What follows belongs to an exercise in optimizing a design on an open flow for small area; a production flow would make more cautious choices.
The RTL was checked by simulation tests, not by an equivalence proof against the original design.

// crucible_vfunc
module crucible_vfunc #(
    parameter LANES = 4
) (
    input  wire                clk,
    input  wire                rst,           
    input  wire                iss_valid,
    input  wire [31:0]         iss_word,      
    input  wire [LANES-1:0]    iss_kmask,     
    input  wire [16*LANES-1:0] iss_a,         
    input  wire [31:0]         iss_s,         
    output reg                 wb_valid,
    output reg  [4:0]          wb_vd,
    output reg  [LANES-1:0]    wb_lanes,
    output reg                 wb_n2,         
    output reg  [16*LANES-1:0] wb_d0,
    output wire [16*LANES-1:0] wb_d1,
    output reg  [LANES-1:0]    wb_sat,        
    output reg  [LANES-1:0]    wb_dz          
);
Settings: LEC_CHECK=0, ABC_AREA=1, CAP_MARGIN=20, CORE_MARGIN=2, CORE_UTILIZATION=55, CTS_BUF_LIST=sky130_fd_sc_hd__clkbuf_8, CTS_CLUSTER_SIZE=20, PLACE_DENSITY=0.65, SLEW_MARGIN=20; clock period 14.0 ns.
standard.sh (not shown) runs the stock make flow with config.mk's settings and CLKGATE_MAP_FILE= SYNTH_SCRIPT=/design/flow/synth_recipe.tcl, a recipe that flattens the netlist after the stock synthesis.
==> flow/flow/run.sh <==
#!/bin/bash
set -euo pipefail
W=$PWD
mkdir -p own

# Selection for extract_fa: all cells but those from crucible_rcm's lines.
s=$(grep -n "^module crucible_rcm" design.v | head -1 | cut -d: -f1)
e=$(awk -v s="$s" 'NR > s && /^endmodule/ {print NR; exit}' design.v)
sel="t:*"
for ((l = s; l <= e; l++)); do sel="$sel a:src=*design.v:$l.* %d"; done
export OWN_FA_SEL="$sel"
export OWN_ABC_SCRIPT="$W/flow/abc_fast.script"

sed -e 's/^  extract_fa {\*}\[dont_use_extract_fa_args\]$/  extract_fa {*}[dont_use_extract_fa_args] {*}$::env(OWN_FA_SEL)/' \
    -e 's/^  log_cmd abc {\*}\$abc_args$/  log_cmd abc {*}[lreplace $abc_args 1 1 $::env(OWN_ABC_SCRIPT)]/' \
    "$FLOW_HOME/scripts/synth.tcl" > own/synth.tcl
grep -q 'OWN_FA_SEL' own/synth.tcl
grep -q 'OWN_ABC_SCRIPT' own/synth.tcl

sed -e 's/synth -nofsm -noshare /synth -nofsm -noshare -noabc /' \
    -e "s|source \$::env(SCRIPTS_DIR)/synth.tcl|source $W/own/synth.tcl|" \
    synth_recipe.tcl > own/synth_recipe.tcl
grep -q -- '-noabc' own/synth_recipe.tcl
grep -q "$W/own/synth.tcl" own/synth_recipe.tcl

sed "s|SYNTH_SCRIPT=[^ ]*|SYNTH_SCRIPT=$W/own/synth_recipe.tcl|" standard.sh > own/standard.sh
grep -q "SYNTH_SCRIPT=$W/own/synth_recipe.tcl" own/standard.sh

bash own/standard.sh > flow.log 2>&1
==> flow/flow/abc_fast.script <==
strash
dch
amap
topo
stime -c
upsize -c
dnsize -c
Rerun with:
==> flow/flow/abc_fast.script (replaced) <==
strash
dch
amap
topo
stime -c
Result: The new run passed the timing, DRC and antenna checks. Worst setup slack degrades by 0.15 ns. Final area decreases by 1.8%. Routed wire length decreases by about 1.3%. Sequential share of layout area is higher by 0.38 points.

Starting RTL as in the previous note.
Settings: LEC_CHECK=0, ABC_AREA=1, CAP_MARGIN=20, CORE_MARGIN=2, CORE_UTILIZATION=55, CTS_BUF_LIST=sky130_fd_sc_hd__clkbuf_8, CTS_CLUSTER_SIZE=20, PLACE_DENSITY=0.65, SLEW_MARGIN=20; clock period 14.0 ns.
==> flow/flow/run.sh <==
#!/bin/bash
set -euo pipefail
W=$PWD
mkdir -p own

# Selection for extract_fa: all cells but those from crucible_rcm's lines.
s=$(grep -n "^module crucible_rcm" design.v | head -1 | cut -d: -f1)
e=$(awk -v s="$s" 'NR > s && /^endmodule/ {print NR; exit}' design.v)
sel="t:*"
for ((l = s; l <= e; l++)); do sel="$sel a:src=*design.v:$l.* %d"; done
export OWN_FA_SEL="$sel"
export OWN_ABC_SCRIPT="$W/flow/abc_fast.script"

sed -e 's/^  extract_fa {\*}\[dont_use_extract_fa_args\]$/  extract_fa {*}[dont_use_extract_fa_args] {*}$::env(OWN_FA_SEL)/' \
    -e 's/^  log_cmd abc {\*}\$abc_args$/  log_cmd abc {*}[lreplace $abc_args 1 1 $::env(OWN_ABC_SCRIPT)]/' \
    "$FLOW_HOME/scripts/synth.tcl" > own/synth.tcl
grep -q 'OWN_FA_SEL' own/synth.tcl
grep -q 'OWN_ABC_SCRIPT' own/synth.tcl

sed -e 's/synth -nofsm -noshare /synth -nofsm -noshare -noabc /' \
    -e "s|source \$::env(SCRIPTS_DIR)/synth.tcl|source $W/own/synth.tcl|" \
    synth_recipe.tcl > own/synth_recipe.tcl
grep -q -- '-noabc' own/synth_recipe.tcl
grep -q "$W/own/synth.tcl" own/synth_recipe.tcl

sed "s|SYNTH_SCRIPT=[^ ]*|SYNTH_SCRIPT=$W/own/synth_recipe.tcl|" standard.sh > own/standard.sh
grep -q "SYNTH_SCRIPT=$W/own/synth_recipe.tcl" own/standard.sh

# Every port still gets its own buffer, as in the standard flow; the
# smallest buffer cell does for these loads.
export BUFFER_PORTS_ARGS="-buffer_cell sky130_fd_sc_hd__buf_1"

bash own/standard.sh > flow.log 2>&1
==> flow/flow/abc_fast.script <==
strash
dc2
dch
amap
topo
stime -c
The starting point went through all stages and came out clean.
Then changed:
==> flow/flow/abc_fast.script (replaced) <==
strash
dch
amap
topo
stime -c
After rerunning:
- die area goes up by 1.5%
- clock-buffer cell count came out higher by 8
- cell count barely changes

what the ideal ports hide:
The flow's constraints put no driver on any port. The routed layouts listed below were extracted and timed again, unchanged, in two steps. Step 1 assumes that a clkbuf_16 drives the clock port and a buf_2 every other input. Step 2 moves the port delays by t, midway between the first and last clock arrival at a register: inputs arrive t later, outputs are due t later. That takes back most of the time a late clock gives input paths. Slacks: no drivers / after step 1 / after step 2; pairs: no drivers / after step 1.
| run | t (ns) | setup WS [ns] | worst setup path at the end | pins driven straight from the clock port |
|---|---|---|---|---|
| the first run of note 1 | 1.022 | 1.657 / 1.657 / 1.125 | input to register | 1 |
| the second run of note 1 | 1.028 | 1.509 / 1.509 / 0.912 | input to register | 1 |
| the first run of note 2 | 1.028 | 1.589 / 1.589 / 1.490 | input to register | 1 |
| the second run of note 2 | 1.016 | 1.535 / 1.535 / 0.814 | input to register | 1 |
After both steps setup and hold are still met in every run listed. For the second run of note 2, which loses most, drivers alone change the setup slack by 0.000 ns; drivers and shift together by -0.721 ns.
